This design comes from an exercise in tuning for small area, a short achievable clock period and few clock cycles per item on the open sky130 flow, not from production work.
Only simulation tests tie the RTL to the original design; equivalence was not proved.

==> wip/ember: inputs <==
## sha256_core
module sha256_core (
    input  wire         clk,
    input  wire         rst,
    input  wire         start,
    input  wire         init,
    input  wire [511:0] block,      
    output wire         ready,
    output reg          done,
    output wire [255:0] digest      
);
==> flow/config.mk <==
export PLATFORM = sky130hd
export DESIGN_NAME = sha256_core
export DESIGN_NICKNAME = sha256_core
export VERILOG_FILES = /design/flow/design.v
export SDC_FILE = /design/flow/constraint.sdc
export NUM_CORES = 4
export LEC_CHECK = 0
export CAP_MARGIN = 20
export CORE_MARGIN = 2
export CORE_UTILIZATION = 40
export SLEW_MARGIN = 20
==> flow/constraint.sdc <==
create_clock -name core_clock -period 12.0 [get_ports {clk}]
set_input_delay 2.4000 -clock core_clock [delete_from_list [all_inputs] [get_ports {clk}]]
set_output_delay 2.4000 -clock core_clock [all_outputs]
set_load 0.01 [all_outputs]
standard.sh (not shown) runs the stock make flow with config.mk's settings and CLKGATE_MAP_FILE= SYNTH_SCRIPT=/design/flow/synth_recipe.tcl, a recipe that flattens the netlist after the stock synthesis.
==> flow/flow/run.sh <==
#!/bin/bash
# Layout: the standard flow (standard.sh, unchanged synthesis, floorplan, power grid
# and tap cells), with two changes to how the layout is optimised:
#   - the port buffers are the platform's smallest buffer (buf_1) instead of
#     clkdlybuf4s50_1;
#   - the timing repair aims at a larger setup slack than the clock period needs, and
#     only on the worst path (TNS_END_PERCENT 0).
# The clock period and the constraints are the standard flow's own (constraint.sdc is not touched).
set -euo pipefail
export SETUP_SLACK_MARGIN="${FLOW_SETUP_MARGIN:-7.5}"
export TNS_END_PERCENT=0
export BUFFER_PORTS_ARGS="-buffer_cell sky130_fd_sc_hd__buf_1"
bash standard.sh finish > standard_make.log 2>&1
==> wip/xenon (differences from wip/ember) <==
==> flow/run.sh (new file) <==
#!/bin/bash
# synth_recipe.tcl (not shown) runs the flow's synth.tcl, then flattens the netlist and writes it again
# the make line also repeats each setting of config.mk as NAME=value (left out here)
make -C /OpenROAD-flow-scripts/flow DESIGN_CONFIG=/design/flow/config.mk WORK_HOME=/design/flow/orfs CLKGATE_MAP_FILE= SYNTH_SCRIPT=/design/flow/synth_recipe.tcl finish
removed: flow/flow/run.sh
removed: flow/standard.sh
==> wip/indigo (differences from wip/ember) <==
--- a/flow/design.v
+++ b/flow/design.v
@@ -22,15 +22,19 @@
     reg         run;       
     reg         pend;      
     reg         init_r;    
     reg  [5:0]  t;         
     reg  [31:0] H [0:7];
     reg  [31:0] a, b, c, d, e, f, g, p;
     reg  [31:0] w [0:15];
-    reg         last, t61, t62, t0, ready_r;
+    reg         last, t60, t61, t62, t0, ready_r;
+    reg         w_ld, w_sh;    
+    reg         s_sh, s_shd, s_rnd, s_fin, s_hld, s_hl, s_iv;
+    wire        last_nx = (t_nx == 6'd63);
+    wire        init_nx = (ready_r && start) ? init : init_r;
     reg  [5:0]  t_nx;
     reg         run_nx, pend_nx;
     always @* begin
         pend_nx = pend;
         if (ready_r && start) pend_nx = 1'b1;
         run_nx  = run;
         t_nx    = t;
@@ -41,25 +45,23 @@
                 t_nx    = 6'd0;
             end else begin
                 run_nx  = 1'b0;
             end
         end else if (run) begin
             t_nx = t + 6'd1;
         end
-        if (rst) begin
-            run_nx  = 1'b0;
-            pend_nx = 1'b0;
-            t_nx    = 6'd63;
-        end
     end
     assign ready  = ready_r;
     assign digest = {H[0], H[1], H[2], H[3], H[4], H[5], H[6], H[7]};
+    localparam [31:0] K0 = 32'h428a2f98;
+    reg  [31:0] k_r;
+    reg         rst_r;     
     reg  [31:0] k_n;
     always @* begin
-        case (t)
+        case (t_nx)
             6'd63: k_n = 32'h428a2f98;  6'd0:  k_n = 32'h71374491;
             6'd1:  k_n = 32'hb5c0fbcf;  6'd2:  k_n = 32'he9b5dba5;
             6'd3:  k_n = 32'h3956c25b;  6'd4:  k_n = 32'h59f111f1;
             6'd5:  k_n = 32'h923f82a4;  6'd6:  k_n = 32'hab1c5ed5;
             6'd7:  k_n = 32'hd807aa98;  6'd8:  k_n = 32'h12835b01;
             6'd9:  k_n = 32'h243185be;  6'd10: k_n = 32'h550c7dc3;
             6'd11: k_n = 32'h72be5d74;  6'd12: k_n = 32'h80deb1fe;
@@ -98,91 +100,91 @@
     wire [31:0] xa_c = maj3(p, ch, mj) << 1;
     wire [31:0] ya_s = xa_s ^ xa_c ^ s1;
     wire [31:0] ya_c = maj3(xa_s, xa_c, s1) << 1;
     wire [31:0] za_s = ya_s ^ ya_c ^ s0;
     wire [31:0] za_c = maj3(ya_s, ya_c, s0) << 1;
     wire [31:0] a_rnd;
     add_fast u_add_a (.a(za_s), .b(za_c), .y(a_rnd));
-    wire [31:0] xq   = last ? H[4] : 32'd0;
-    wire [31:0] xe_s = p ^ d ^ xq;
-    wire [31:0] xe_c = maj3(p, d, xq) << 1;
-    wire [31:0] ye_s = xe_s ^ xe_c ^ ch;
-    wire [31:0] ye_c = maj3(xe_s, xe_c, ch) << 1;
-    wire [31:0] ze_s = ye_s ^ ye_c ^ s1;
-    wire [31:0] ze_c = maj3(ye_s, ye_c, s1) << 1;
+    wire [31:0] xe_s = p ^ d ^ ch;
+    wire [31:0] xe_c = maj3(p, d, ch) << 1;
+    wire [31:0] ye_s = xe_s ^ xe_c ^ s1;
+    wire [31:0] ye_c = maj3(xe_s, xe_c, s1) << 1;
     wire [31:0] e_rnd;
-    add_fast u_add_e (.a(ze_s), .b(ze_c), .y(e_rnd));
+    add_fast u_add_e (.a(ye_s), .b(ye_c), .y(e_rnd));
     wire [31:0] ws0 = rotr(w[1], 7) ^ rotr(w[1], 18) ^ (w[1] >> 3);
     wire [31:0] ws1 = rotr(w[14], 17) ^ rotr(w[14], 19) ^ (w[14] >> 10);
     wire [31:0] xw_s = ws1 ^ w[9] ^ ws0;
     wire [31:0] xw_c = maj3(ws1, w[9], ws0) << 1;
     wire [31:0] yw_s = xw_s ^ xw_c ^ w[0];
     wire [31:0] yw_c = maj3(xw_s, xw_c, w[0]) << 1;
     wire [31:0] wn;
     add_small u_add_w (.a(yw_s), .b(yw_c), .ci(1'b0), .y(wn));
-    wire [31:0] h_n  = last ? (init_r ? IV[31:0] : H[7]) : g;
-    wire [31:0] h0q  = t62 ? H[0] : 32'd0;
-    wire [31:0] xp_s = h_n ^ k_n ^ w[0];
-    wire [31:0] xp_c = maj3(h_n, k_n, w[0]) << 1;
-    wire [31:0] yp_s = xp_s ^ xp_c ^ h0q;
-    wire [31:0] yp_c = maj3(xp_s, xp_c, h0q) << 1;
+    wire [31:0] h_n  = last ? (init_r ? IV[31:0] : H[7]) : t62 ? H[0] : g;
+    wire [31:0] xp_s = h_n ^ k_r ^ w[0];
+    wire [31:0] xp_c = maj3(h_n, k_r, w[0]) << 1;
     wire [31:0] p_n;
-    add_small u_add_p (.a(yp_s), .b(yp_c), .ci(1'b0), .y(p_n));
-    wire [31:0] ha_op = t61 ? H[3] : t62 ? H[2] : H[1];
-    wire [31:0] he_op = t61 ? H[7] : t62 ? H[6] : last ? H[5] : H[4];
+    add_small u_add_p (.a(xp_s), .b(xp_c), .ci(1'b0), .y(p_n));
+    wire [31:0] ha_op = t60 ? H[4] : t61 ? H[3] : t62 ? H[2] : H[1];
+    wire [31:0] he_op = t60 ? H[0] : t61 ? H[7] : t62 ? H[6] : last ? H[5] : H[4];
     wire [31:0] ha, he;
     add_small u_add_ha (.a(ha_op), .b(a), .ci(1'b0), .y(ha));
     add_small u_add_he (.a(he_op), .b(t0 ? ~H[0] : e), .ci(t0), .y(he));
     wire [31:0] iv0 = IV[255:224], iv1 = IV[223:192], iv2 = IV[191:160], iv3 = IV[159:128];
     wire [31:0] iv4 = IV[127:96],  iv5 = IV[95:64],   iv6 = IV[63:32];
     integer i;
     always @(posedge clk) begin
-        for (i = 0; i < 15; i = i + 1) w[i] <= ready ? block[511 - 32*i -: 32] : w[i + 1];
-        w[15] <= ready ? block[31:0] : wn;
+        for (i = 0; i < 15; i = i + 1)
+            w[i] <= ({32{w_ld}} & block[511 - 32*i -: 32]) | ({32{w_sh}} & w[i + 1]);
+        w[15] <= ({32{w_ld}} & block[31:0]) | ({32{w_sh}} & wn);
         p <= p_n;
-        if (run && !last) begin
-            a <= a_rnd;
-            b <= a;
-            c <= b;
-            d <= c;
-            e <= e_rnd;
-            f <= e;
-            g <= f;
-        end else begin
-            a <= init_r ? iv0 : run ? a_rnd : H[0];
-            b <= init_r ? iv1 : run ? ha    : H[1];
-            c <= init_r ? iv2 : H[2];
-            d <= init_r ? iv3 : H[3];
-            e <= init_r ? iv4 : run ? e_rnd : H[4];
-            f <= init_r ? iv5 : run ? he    : H[5];
-            g <= init_r ? iv6 : H[6];
-        end
-        run     <= run_nx;
-        pend    <= pend_nx;
-        t       <= t_nx;
-        last    <= t_nx == 6'd63;
-        t61     <= t_nx == 6'd61;
-        t62     <= t_nx == 6'd62;
-        t0      <= t_nx == 6'd0;
-        ready_r <= !pend_nx && (!run_nx || t_nx == 6'd62);
+        a <= ({32{s_rnd}} & a_rnd) | ({32{s_hld}} & H[0]) | ({32{s_iv}} & iv0);
+        b <= ({32{s_sh}} & a) | ({32{s_fin}} & ha) | ({32{s_hld}} & H[1]) | ({32{s_iv}} & iv1);
+        c <= ({32{s_sh}} & b) | ({32{s_hl}} & H[2]) | ({32{s_iv}} & iv2);
+        d <= ({32{s_shd}} & c) | ({32{t62}} & H[4]) | ({32{s_hl}} & H[3]) | ({32{s_iv}} & iv3);
+        e <= ({32{s_rnd}} & e_rnd) | ({32{s_hld}} & H[4]) | ({32{s_iv}} & iv4);
+        f <= ({32{s_sh}} & e) | ({32{s_fin}} & he) | ({32{s_hld}} & H[5]) | ({32{s_iv}} & iv5);
+        g <= ({32{s_sh}} & f) | ({32{s_hl}} & H[6]) | ({32{s_iv}} & iv6);
+        run     <= !rst && run_nx;
+        pend    <= !rst && pend_nx;
+        t       <= rst ? 6'd63 : t_nx;
+        k_r     <= k_n;    
+        rst_r   <= rst;
+        last    <= rst || t_nx == 6'd63;
+        t60     <= !rst && t_nx == 6'd60;
+        t61     <= !rst && t_nx == 6'd61;
+        t62     <= !rst && t_nx == 6'd62;
+        t0      <= !rst && t_nx == 6'd0;
+        ready_r <= rst || (!pend_nx && (!run_nx || t_nx == 6'd62));
+        w_ld    <= rst || (!pend_nx && (!run_nx || t_nx == 6'd62));
+        w_sh    <= !rst && !(!pend_nx && (!run_nx || t_nx == 6'd62));
         if (ready_r && start) init_r <= init;
-        if (rst) begin
-            done <= 1'b0;
+        s_sh  <= !rst && run_nx && !last_nx;
+        s_shd <= !rst && run_nx && !last_nx && t_nx != 6'd62;
+        s_rnd <= !rst && run_nx && !(last_nx && init_nx);
+        s_fin <= !rst && run_nx && last_nx && !init_nx;
+        s_hld <= !rst && !run_nx && !init_nx;
+        s_hl  <= !rst && last_nx && !init_nx;
+        s_iv  <= !rst && last_nx && init_nx;
+        done    <= !rst && run && last;
+        if (rst_r) begin
             for (i = 0; i < 8; i = i + 1) H[i] <= IV[255 - 32*i -: 32];
         end else begin
-            done <= run && last;
             if (run) begin
                 if (t0) begin
                     if (init_r) begin
                         for (i = 0; i < 8; i = i + 1) H[i] <= IV[255 - 32*i -: 32];
                         H[4] <= IV4_MINUS_IV0;
                     end else begin
                         H[4] <= he;
                     end
                 end
+                if (t60) begin
+                    H[4] <= ha;
+                    H[0] <= he;
+                end
                 if (t61) begin
                     H[3] <= ha;
                     H[7] <= he;
                 end
                 if (t62) begin
                     H[2] <= ha;
                     H[6] <= he;
==> flow/flow/run.sh (replaced) <==
#!/bin/bash
# Layout: the standard flow (standard.sh, unchanged synthesis, floorplan, power grid
# and tap cells), with two changes to how the layout is optimised:
#   - the port buffers are the platform's smallest buffer (buf_1) instead of
#     clkdlybuf4s50_1;
#   - the timing repair aims at a larger setup slack than the clock period needs, and
#     only on the worst path (TNS_END_PERCENT 0).
# The clock period and the constraints are the standard flow's own (constraint.sdc is not touched).
set -euo pipefail
export SETUP_SLACK_MARGIN="${FLOW_SETUP_MARGIN:-8}"
export TNS_END_PERCENT=0
export BUFFER_PORTS_ARGS="-buffer_cell sky130_fd_sc_hd__buf_1"
bash standard.sh finish > standard_make.log 2>&1
==> wip/lagoon (differences from wip/ember) <==
--- a/flow/design.v
+++ b/flow/design.v
@@ -22,15 +22,15 @@
     reg         run;       
     reg         pend;      
     reg         init_r;    
     reg  [5:0]  t;         
     reg  [31:0] H [0:7];
     reg  [31:0] a, b, c, d, e, f, g, p;
     reg  [31:0] w [0:15];
-    reg         last, t61, t62, t0, ready_r;
+    reg         last, t60, t61, t62, t0, ready_r;
     reg  [5:0]  t_nx;
     reg         run_nx, pend_nx;
     always @* begin
         pend_nx = pend;
         if (ready_r && start) pend_nx = 1'b1;
         run_nx  = run;
         t_nx    = t;
@@ -41,25 +41,22 @@
                 t_nx    = 6'd0;
             end else begin
                 run_nx  = 1'b0;
             end
         end else if (run) begin
             t_nx = t + 6'd1;
         end
-        if (rst) begin
-            run_nx  = 1'b0;
-            pend_nx = 1'b0;
-            t_nx    = 6'd63;
-        end
     end
     assign ready  = ready_r;
     assign digest = {H[0], H[1], H[2], H[3], H[4], H[5], H[6], H[7]};
+    localparam [31:0] K0 = 32'h428a2f98;
+    reg  [31:0] k_r;
     reg  [31:0] k_n;
     always @* begin
-        case (t)
+        case (t_nx)
             6'd63: k_n = 32'h428a2f98;  6'd0:  k_n = 32'h71374491;
             6'd1:  k_n = 32'hb5c0fbcf;  6'd2:  k_n = 32'he9b5dba5;
             6'd3:  k_n = 32'h3956c25b;  6'd4:  k_n = 32'h59f111f1;
             6'd5:  k_n = 32'h923f82a4;  6'd6:  k_n = 32'hab1c5ed5;
             6'd7:  k_n = 32'hd807aa98;  6'd8:  k_n = 32'h12835b01;
             6'd9:  k_n = 32'h243185be;  6'd10: k_n = 32'h550c7dc3;
             6'd11: k_n = 32'h72be5d74;  6'd12: k_n = 32'h80deb1fe;
@@ -98,76 +95,72 @@
     wire [31:0] xa_c = maj3(p, ch, mj) << 1;
     wire [31:0] ya_s = xa_s ^ xa_c ^ s1;
     wire [31:0] ya_c = maj3(xa_s, xa_c, s1) << 1;
     wire [31:0] za_s = ya_s ^ ya_c ^ s0;
     wire [31:0] za_c = maj3(ya_s, ya_c, s0) << 1;
     wire [31:0] a_rnd;
     add_fast u_add_a (.a(za_s), .b(za_c), .y(a_rnd));
-    wire [31:0] xq   = last ? H[4] : 32'd0;
-    wire [31:0] xe_s = p ^ d ^ xq;
-    wire [31:0] xe_c = maj3(p, d, xq) << 1;
-    wire [31:0] ye_s = xe_s ^ xe_c ^ ch;
-    wire [31:0] ye_c = maj3(xe_s, xe_c, ch) << 1;
-    wire [31:0] ze_s = ye_s ^ ye_c ^ s1;
-    wire [31:0] ze_c = maj3(ye_s, ye_c, s1) << 1;
+    wire [31:0] xe_s = p ^ d ^ ch;
+    wire [31:0] xe_c = maj3(p, d, ch) << 1;
+    wire [31:0] ye_s = xe_s ^ xe_c ^ s1;
+    wire [31:0] ye_c = maj3(xe_s, xe_c, s1) << 1;
     wire [31:0] e_rnd;
-    add_fast u_add_e (.a(ze_s), .b(ze_c), .y(e_rnd));
+    add_fast u_add_e (.a(ye_s), .b(ye_c), .y(e_rnd));
     wire [31:0] ws0 = rotr(w[1], 7) ^ rotr(w[1], 18) ^ (w[1] >> 3);
     wire [31:0] ws1 = rotr(w[14], 17) ^ rotr(w[14], 19) ^ (w[14] >> 10);
     wire [31:0] xw_s = ws1 ^ w[9] ^ ws0;
     wire [31:0] xw_c = maj3(ws1, w[9], ws0) << 1;
     wire [31:0] yw_s = xw_s ^ xw_c ^ w[0];
     wire [31:0] yw_c = maj3(xw_s, xw_c, w[0]) << 1;
     wire [31:0] wn;
     add_small u_add_w (.a(yw_s), .b(yw_c), .ci(1'b0), .y(wn));
-    wire [31:0] h_n  = last ? (init_r ? IV[31:0] : H[7]) : g;
-    wire [31:0] h0q  = t62 ? H[0] : 32'd0;
-    wire [31:0] xp_s = h_n ^ k_n ^ w[0];
-    wire [31:0] xp_c = maj3(h_n, k_n, w[0]) << 1;
-    wire [31:0] yp_s = xp_s ^ xp_c ^ h0q;
-    wire [31:0] yp_c = maj3(xp_s, xp_c, h0q) << 1;
+    wire [31:0] h_n  = last ? (init_r ? IV[31:0] : H[7]) : t62 ? H[0] : g;
+    wire [31:0] xp_s = h_n ^ k_r ^ w[0];
+    wire [31:0] xp_c = maj3(h_n, k_r, w[0]) << 1;
     wire [31:0] p_n;
-    add_small u_add_p (.a(yp_s), .b(yp_c), .ci(1'b0), .y(p_n));
-    wire [31:0] ha_op = t61 ? H[3] : t62 ? H[2] : H[1];
-    wire [31:0] he_op = t61 ? H[7] : t62 ? H[6] : last ? H[5] : H[4];
+    add_small u_add_p (.a(xp_s), .b(xp_c), .ci(1'b0), .y(p_n));
+    wire [31:0] ha_op = t60 ? H[4] : t61 ? H[3] : t62 ? H[2] : H[1];
+    wire [31:0] he_op = t60 ? H[0] : t61 ? H[7] : t62 ? H[6] : last ? H[5] : H[4];
     wire [31:0] ha, he;
     add_small u_add_ha (.a(ha_op), .b(a), .ci(1'b0), .y(ha));
     add_small u_add_he (.a(he_op), .b(t0 ? ~H[0] : e), .ci(t0), .y(he));
     wire [31:0] iv0 = IV[255:224], iv1 = IV[223:192], iv2 = IV[191:160], iv3 = IV[159:128];
     wire [31:0] iv4 = IV[127:96],  iv5 = IV[95:64],   iv6 = IV[63:32];
     integer i;
     always @(posedge clk) begin
         for (i = 0; i < 15; i = i + 1) w[i] <= ready ? block[511 - 32*i -: 32] : w[i + 1];
         w[15] <= ready ? block[31:0] : wn;
         p <= p_n;
         if (run && !last) begin
             a <= a_rnd;
             b <= a;
             c <= b;
-            d <= c;
+            d <= t62 ? H[4] : c;
             e <= e_rnd;
             f <= e;
             g <= f;
         end else begin
             a <= init_r ? iv0 : run ? a_rnd : H[0];
             b <= init_r ? iv1 : run ? ha    : H[1];
             c <= init_r ? iv2 : H[2];
             d <= init_r ? iv3 : H[3];
             e <= init_r ? iv4 : run ? e_rnd : H[4];
             f <= init_r ? iv5 : run ? he    : H[5];
             g <= init_r ? iv6 : H[6];
         end
-        run     <= run_nx;
-        pend    <= pend_nx;
-        t       <= t_nx;
-        last    <= t_nx == 6'd63;
-        t61     <= t_nx == 6'd61;
-        t62     <= t_nx == 6'd62;
-        t0      <= t_nx == 6'd0;
-        ready_r <= !pend_nx && (!run_nx || t_nx == 6'd62);
+        run     <= !rst && run_nx;
+        pend    <= !rst && pend_nx;
+        t       <= rst ? 6'd63 : t_nx;
+        k_r     <= rst ? K0 : k_n;
+        last    <= rst || t_nx == 6'd63;
+        t60     <= !rst && t_nx == 6'd60;
+        t61     <= !rst && t_nx == 6'd61;
+        t62     <= !rst && t_nx == 6'd62;
+        t0      <= !rst && t_nx == 6'd0;
+        ready_r <= rst || (!pend_nx && (!run_nx || t_nx == 6'd62));
         if (ready_r && start) init_r <= init;
         if (rst) begin
             done <= 1'b0;
             for (i = 0; i < 8; i = i + 1) H[i] <= IV[255 - 32*i -: 32];
         end else begin
             done <= run && last;
             if (run) begin
@@ -175,14 +168,18 @@
                     if (init_r) begin
                         for (i = 0; i < 8; i = i + 1) H[i] <= IV[255 - 32*i -: 32];
                         H[4] <= IV4_MINUS_IV0;
                     end else begin
                         H[4] <= he;
                     end
                 end
+                if (t60) begin
+                    H[4] <= ha;
+                    H[0] <= he;
+                end
                 if (t61) begin
                     H[3] <= ha;
                     H[7] <= he;
                 end
                 if (t62) begin
                     H[2] <= ha;
                     H[6] <= he;
- CTS_BUF_LIST: default -> sky130_fd_sc_hd__clkbuf_4 sky130_fd_sc_hd__clkbuf_8
- CTS_CLUSTER_SIZE: default -> 20
==> notes <==
The lowest non-clock buffer count belongs to wip/xenon, the highest to wip/lagoon. The highest routed wire length belongs to wip/lagoon, the lowest to wip/ember. Between wip/xenon and wip/indigo, the lower register-to-register slack is in wip/xenon (gap 630 ps). The lowest clock skew belongs to wip/xenon, the highest to wip/ember. The lowest cell count belongs to wip/indigo, the highest to wip/lagoon. Of wip/ember and wip/lagoon, wip/ember has the higher synthesized cell count (gap 0.90%, measured against wip/lagoon). The highest hold slack belongs to wip/xenon, the lowest to wip/ember. Against wip/lagoon, the count of clock-buffer cells in the layout of wip/xenon is lower by 124.
Testbench counts of wip/ember, summed over its fixed seeds: cycles 131,136, blocks 2,048.
Testbench counts of wip/xenon, summed over its fixed seeds: cycles 131,136, blocks 2,048.
Testbench counts of wip/indigo, summed over its fixed seeds: cycles 131,136, blocks 2,048.
Testbench counts of wip/lagoon, summed over its fixed seeds: cycles 131,136, blocks 2,048.

==> separate check: timing with driven ports <==
No port has a modelled driver above. Below, the same layouts with a new extraction and two added sets of constraints. Step 1, drivers: a clkbuf_16 drives clk and a buf_2 each remaining input, both assumed. Step 2 also shifts input and output timing later by t, the mid clock arrival at the registers, as if the neighbouring blocks saw the same clock. Slacks: ideal ports / drivers / drivers and shift; pairs: ideal ports / drivers.
run	t (ns)	slack for setup (ns)	worst hold slack (ns)	worst setup path at the end
wip/ember	0.832	7.230 / 7.266 / 6.445	0.375 / 0.375 / 0.375	input to register
wip/xenon	0.824	6.112 / 6.112 / 5.407	0.445 / 0.445 / 0.445	input to register
wip/indigo	0.837	6.742 / 6.742 / 6.742	0.375 / 0.375 / 0.375	register to register
wip/lagoon	1.009	6.966 / 6.966 / 6.519	0.411 / 0.411 / 0.411	input to register
After both steps every run listed still meets setup and hold. For wip/ember, which loses most, drivers alone change the setup slack by +0.036 ns; drivers and shift together by -0.785 ns.
